This is an optimization exercise on Yosys and OpenROAD, whose aim is small area, a short achievable clock period and few clock cycles per item, not a production implementation.
In this exercise RTL edits were held to simulation tests only and were not proved equivalent to the original.
No activity file was given, so power comes from the tool's default toggle rates.

==> inputs of wip/cedar <==
## bsn_law
module bsn_law (
    input             clk,
    input             rst,
    input             start,
    input      [3:0]  law_type,
    input             manual,
    input             track_en,
    input      [31:0] track,
    input      [31:0] x0,
    input      [31:0] x1,
    input      [31:0] x2,
    input      [31:0] x3,
    input      [31:0] c0,
    input      [31:0] c1,
    input      [31:0] c2,
    input      [31:0] c3,
    input      [31:0] c4,
    input      [5:0]  sh0,
    input      [5:0]  sh1,
    input      [5:0]  sh2,
    input      [5:0]  sh3,
    input      [5:0]  sh4,
    input      [31:0] s0,
    input      [31:0] s1,
    input      [31:0] s2,
    input      [31:0] s3,
    input      [31:0] outhi,
    input      [31:0] outlo,
    input      [31:0] manval,
    output reg        done,
    output reg [31:0] outv,
    output reg [31:0] ns0,
    output reg [31:0] ns1,
    output reg [31:0] ns2,
    output reg [31:0] ns3,
    output            sat_acc,
    output            sat_out,
    output            lim_hi,
    output            lim_lo
);
Settings: LEC_CHECK=0, ABC_AREA=1, CAP_MARGIN=20, CORE_MARGIN=2, CORE_UTILIZATION=45, SLEW_MARGIN=20; clock period 25.0 ns.
standard.sh (not shown) runs the stock make flow with config.mk's settings and CLKGATE_MAP_FILE= SYNTH_SCRIPT=/design/flow/synth_recipe.tcl, a recipe that flattens the netlist after the stock synthesis.
==> flow/flow/run.sh <==
#!/bin/bash
# Layout flow: the standard flow (standard synthesis included), with
# timing repair aimed at a larger setup slack margin and plain buffers on the
# ports instead of the delay cells buffer_ports picks by default. Each tool's
# output stays in ORFS's per-step logs under orfs/logs; make's own output goes
# to flow_make.log here.
set -euo pipefail
source "$(dirname "$0")/knobs.sh"
bash standard.sh SETUP_SLACK_MARGIN=${MARGIN} \
  "BUFFER_PORTS_ARGS=-buffer_cell ${PORT_BUF}" finish > flow_make.log 2>&1
==> flow/flow/knobs.sh <==
MARGIN=14
PORT_BUF=sky130_fd_sc_hd__buf_1
==> inputs of wip/xenon, as changes to wip/cedar <==
--- a/flow/design.v
+++ b/flow/design.v
@@ -69,18 +69,19 @@
     end
     wire opneg = busy & r_f2 & (k[2] | (k[1] & k[0]));    
     wire [63:0] row0, row1;
     bsn_mul u_mul (.a(opm), .b(opc), .r0(row0), .r1(row1));
     reg [63:0] m_r0, m_r1;
     reg [5:0]  m_sh;
     reg        m_neg, m_first, m_last, m_v;
     reg [71:0] acc;
+    reg [1:0]  sfl;         
     reg        satf;
-    wire [71:0] accv = acc;
+    wire [71:0] accv = sfl[0] ? ACC_MAX : sfl[1] ? ACC_MIN : acc;
     wire [63:0] prod = m_r0 + m_r1;
     wire [87:0] p88  = {prod, 24'd0};
     wire [87:0] al   = $signed(p88) >>> m_sh;
     wire [72:0] a73  = al[72:0];
     wire [63:48] fits;
     genvar gi;
     generate
         for (gi = 48; gi < 64; gi = gi + 1) begin : g_fit
@@ -90,21 +91,28 @@
     wire big = (m_sh <= 6'd14) & ~fits[6'd48 + m_sh];
     wire [73:0] t74   = {a73[72], a73} ^ {74{m_neg}};
     wire [71:0] accin = m_first ? 72'd0 : accv;
     wire [73:0] sum74 = {{2{accin[71]}}, accin} + t74 + {73'd0, m_neg};
     wire ovf   = ~((sum74[73:71] == 3'b000) | (sum74[73:71] == 3'b111));
     wire tneg  = prod[63] ^ m_neg;
     wire s_pos = big ? ~tneg : (ovf & ~sum74[73]);
     wire s_neg = big ?  tneg : (ovf &  sum74[73]);
-    wire signed [33:0] rl_up = $signed({s0[31], s0[31], s0}) + $signed({c0[31], c0[31], c0});
-    wire signed [33:0] rl_dn = $signed({s0[31], s0[31], s0}) - $signed({c1[31], c1[31], c1});
-    wire signed [33:0] rl_x  = $signed({x0[31], x0[31], x0});
-    wire signed [33:0] rl_mn = (rl_x > rl_up) ? rl_up : rl_x;
-    wire signed [33:0] rl_sum = (rl_mn < rl_dn) ? rl_dn : rl_mn;
+    wire [34:0] x35  = {{3{x0[31]}}, x0};
+    wire [34:0] s35  = {{3{s0[31]}}, s0};
+    wire [34:0] c035 = {{3{c0[31]}}, c0};
+    wire [34:0] c135 = {{3{c1[31]}}, c1};
+    wire [34:0] d_gt = x35 - s35 - c035;       
+    wire [34:0] d_lt = x35 - s35 + c135;       
+    wire [34:0] r_lt = c035 + c135;            
+    wire rl_gt  = ~d_gt[34] & (|d_gt);
+    wire rl_lo  = rl_gt ? r_lt[34] : d_lt[34];
+    wire [33:0] rl_up = {s0[31], s0[31], s0} + {c0[31], c0[31], c0};
+    wire [33:0] rl_dn = {s0[31], s0[31], s0} - {c1[31], c1[31], c1};
+    wire [33:0] rl_sum = rl_lo ? rl_dn : rl_gt ? rl_up : {x0[31], x0[31], x0};
     wire [47:0] ld_q = manual   ? {{16{manval[31]}}, manval} :
                        track_en ? {{16{track[31]}}, track} :
                                   {{14{rl_sum[33]}}, rl_sum};
     always @(posedge clk) begin
         if (rst) begin
             busy <= 1'b0;
             m_v  <= 1'b0;
             done <= 1'b0;
@@ -126,22 +134,26 @@
         m_r0    <= row0;
         m_r1    <= row1;
         m_sh    <= opsh;
         m_neg   <= opneg;
         m_first <= ~busy;
         m_last  <= last1;
         if (start & ~prodlaw) begin
             acc  <= {ld_q, 24'd0};
+            sfl  <= 2'b00;
             satf <= 1'b0;
         end else begin
-            if (m_last & r_trk)
+            if (m_last & r_trk) begin
                 acc <= {{16{track[31]}}, track, 24'd0};
-            else
-                acc <= s_pos ? ACC_MAX : s_neg ? ACC_MIN : sum74[71:0];
+                sfl <= 2'b00;
+            end else begin
+                acc <= sum74[71:0];
+                sfl <= {s_neg, s_pos};
+            end
             satf <= (~m_first & satf) | s_pos | s_neg;
         end
     end
     wire [47:0] uq = accv[71:24];
     wire [23:0] uf = accv[23:0];
     wire [47:0] hi48 = {{16{r_hi[31]}}, r_hi};
     wire [47:0] lo48 = {{16{r_lo[31]}}, r_lo};
     wire gt_hi    = ($signed(uq) > $signed(hi48)) | ((uq == hi48) & (|uf));
==> flow/run.sh (new file) <==
#!/bin/bash
# synth_recipe.tcl (not shown) runs the flow's synth.tcl, then flattens the netlist and writes it again
# the make line also repeats each setting of config.mk as NAME=value (left out here)
make -C /OpenROAD-flow-scripts/flow DESIGN_CONFIG=/design/flow/config.mk WORK_HOME=/design/flow/orfs CLKGATE_MAP_FILE= SYNTH_SCRIPT=/design/flow/synth_recipe.tcl finish
Settings changed: CORE_UTILIZATION 45 to 40, SETUP_SLACK_MARGIN set to 5.
removed: flow/flow/run.sh
removed: flow/flow/knobs.sh
removed: flow/standard.sh
==> inputs of wip/indigo, as changes to wip/cedar <==
--- a/flow/design.v
+++ b/flow/design.v
@@ -93,21 +93,23 @@
     wire [73:0] sum74 = {{2{accin[71]}}, accin} + t74 + {73'd0, m_neg};
     wire ovf   = ~((sum74[73:71] == 3'b000) | (sum74[73:71] == 3'b111));
     wire tneg  = prod[63] ^ m_neg;
     wire s_pos = big ? ~tneg : (ovf & ~sum74[73]);
     wire s_neg = big ?  tneg : (ovf &  sum74[73]);
     wire signed [33:0] rl_up = $signed({s0[31], s0[31], s0}) + $signed({c0[31], c0[31], c0});
     wire signed [33:0] rl_dn = $signed({s0[31], s0[31], s0}) - $signed({c1[31], c1[31], c1});
     wire signed [33:0] rl_x  = $signed({x0[31], x0[31], x0});
-    wire signed [33:0] rl_mn = (rl_x > rl_up) ? rl_up : rl_x;
-    wire signed [33:0] rl_sum = (rl_mn < rl_dn) ? rl_dn : rl_mn;
-    wire [47:0] ld_q = manual   ? {{16{manval[31]}}, manval} :
-                       track_en ? {{16{track[31]}}, track} :
-                                  {{14{rl_sum[33]}}, rl_sum};
+    wire rl_gt  = (rl_x > rl_up);
+    wire rl_lox = (rl_x < rl_dn);
+    wire rl_lou = (rl_up < rl_dn);
+    wire rl_lo  = rl_gt ? rl_lou : rl_lox;
+    wire signed [33:0] rl_sum = rl_lo ? rl_dn : rl_gt ? rl_up : rl_x;
+    wire        ld_rl = ~manual & ~track_en;
+    wire [47:0] ld_mt = manual ? {{16{manval[31]}}, manval} : {{16{track[31]}}, track};
     always @(posedge clk) begin
         if (rst) begin
             busy <= 1'b0;
             m_v  <= 1'b0;
             done <= 1'b0;
         end else begin
             busy <= (start & prodlaw) | (busy & ~last1);
             m_v  <= v1;
@@ -124,18 +126,21 @@
         r_hi  <= outhi;
         r_lo  <= outlo;
         m_r0    <= row0;
         m_r1    <= row1;
         m_sh    <= opsh;
         m_neg   <= opneg;
         m_first <= ~busy;
         m_last  <= last1;
-        if (start & ~prodlaw) begin
-            acc  <= {ld_q, 24'd0};
+        if (start & ~prodlaw & ld_rl) begin
+            acc  <= {{14{rl_sum[33]}}, rl_sum, 24'd0};
+            satf <= 1'b0;
+        end else if (start & ~prodlaw) begin
+            acc  <= {ld_mt, 24'd0};
             satf <= 1'b0;
         end else begin
             if (m_last & r_trk)
                 acc <= {{16{track[31]}}, track, 24'd0};
             else
                 acc <= s_pos ? ACC_MAX : s_neg ? ACC_MIN : sum74[71:0];
             satf <= (~m_first & satf) | s_pos | s_neg;
         end
==> summary of the runs <==
Routed wire length: wip/indigo < wip/cedar < wip/xenon.
First-iteration DRC count: wip/indigo > wip/cedar > wip/xenon.
The highest sequential power belongs to wip/cedar, the lowest to wip/xenon.
Against wip/indigo, the register-to-register slack of wip/xenon is higher by 1000 ps.
Of wip/xenon and wip/cedar, wip/cedar has the higher combinational power (gap about 7%, measured against wip/cedar).
Total power, lowest first: wip/indigo, wip/xenon, wip/cedar.
Testbench counts of wip/cedar, summed over its fixed seeds: cycles 61,512, items 12,000.
Testbench counts of wip/xenon, summed over its fixed seeds: cycles 61,512, items 12,000.
Testbench counts of wip/indigo, summed over its fixed seeds: cycles 61,512, items 12,000.

==> static timing again, ports no longer ideal <==
Ports are ideal in the flow. The routed layouts listed here were re-timed in OpenROAD. Step 1: set_driving_cell puts a clkbuf_16 on clk and a buf_2 on each other input, an assumption about the parent block. Step 2, shift: input delay + t, output delay - t, t = (earliest + latest rising clock arrival at the registers) / 2. This alone moves slack from input paths to output paths. Three values: ideal ports, drivers, drivers and shift; two values: the first two.
| run | t (ns) | slack for setup (ns) | latest minus earliest clock arrival (ns) | worst register clock-pin slew, ns |
|---|---|---|---|---|
| wip/cedar | 0.671 | 13.640 / 13.540 / 12.870 | 0.033 / 0.033 | 0.07 / 0.07 |
| wip/xenon | 0.693 | 12.021 / 12.084 / 11.391 | 0.055 / 0.056 | 0.07 / 0.07 |
| wip/indigo | 0.675 | 13.914 / 13.811 / 13.437 | 0.032 / 0.032 | 0.08 / 0.08 |
After both steps every run listed still meets setup and hold. For wip/cedar, which loses most, drivers alone change the setup slack by -0.100 ns; drivers and shift together by -0.770 ns.
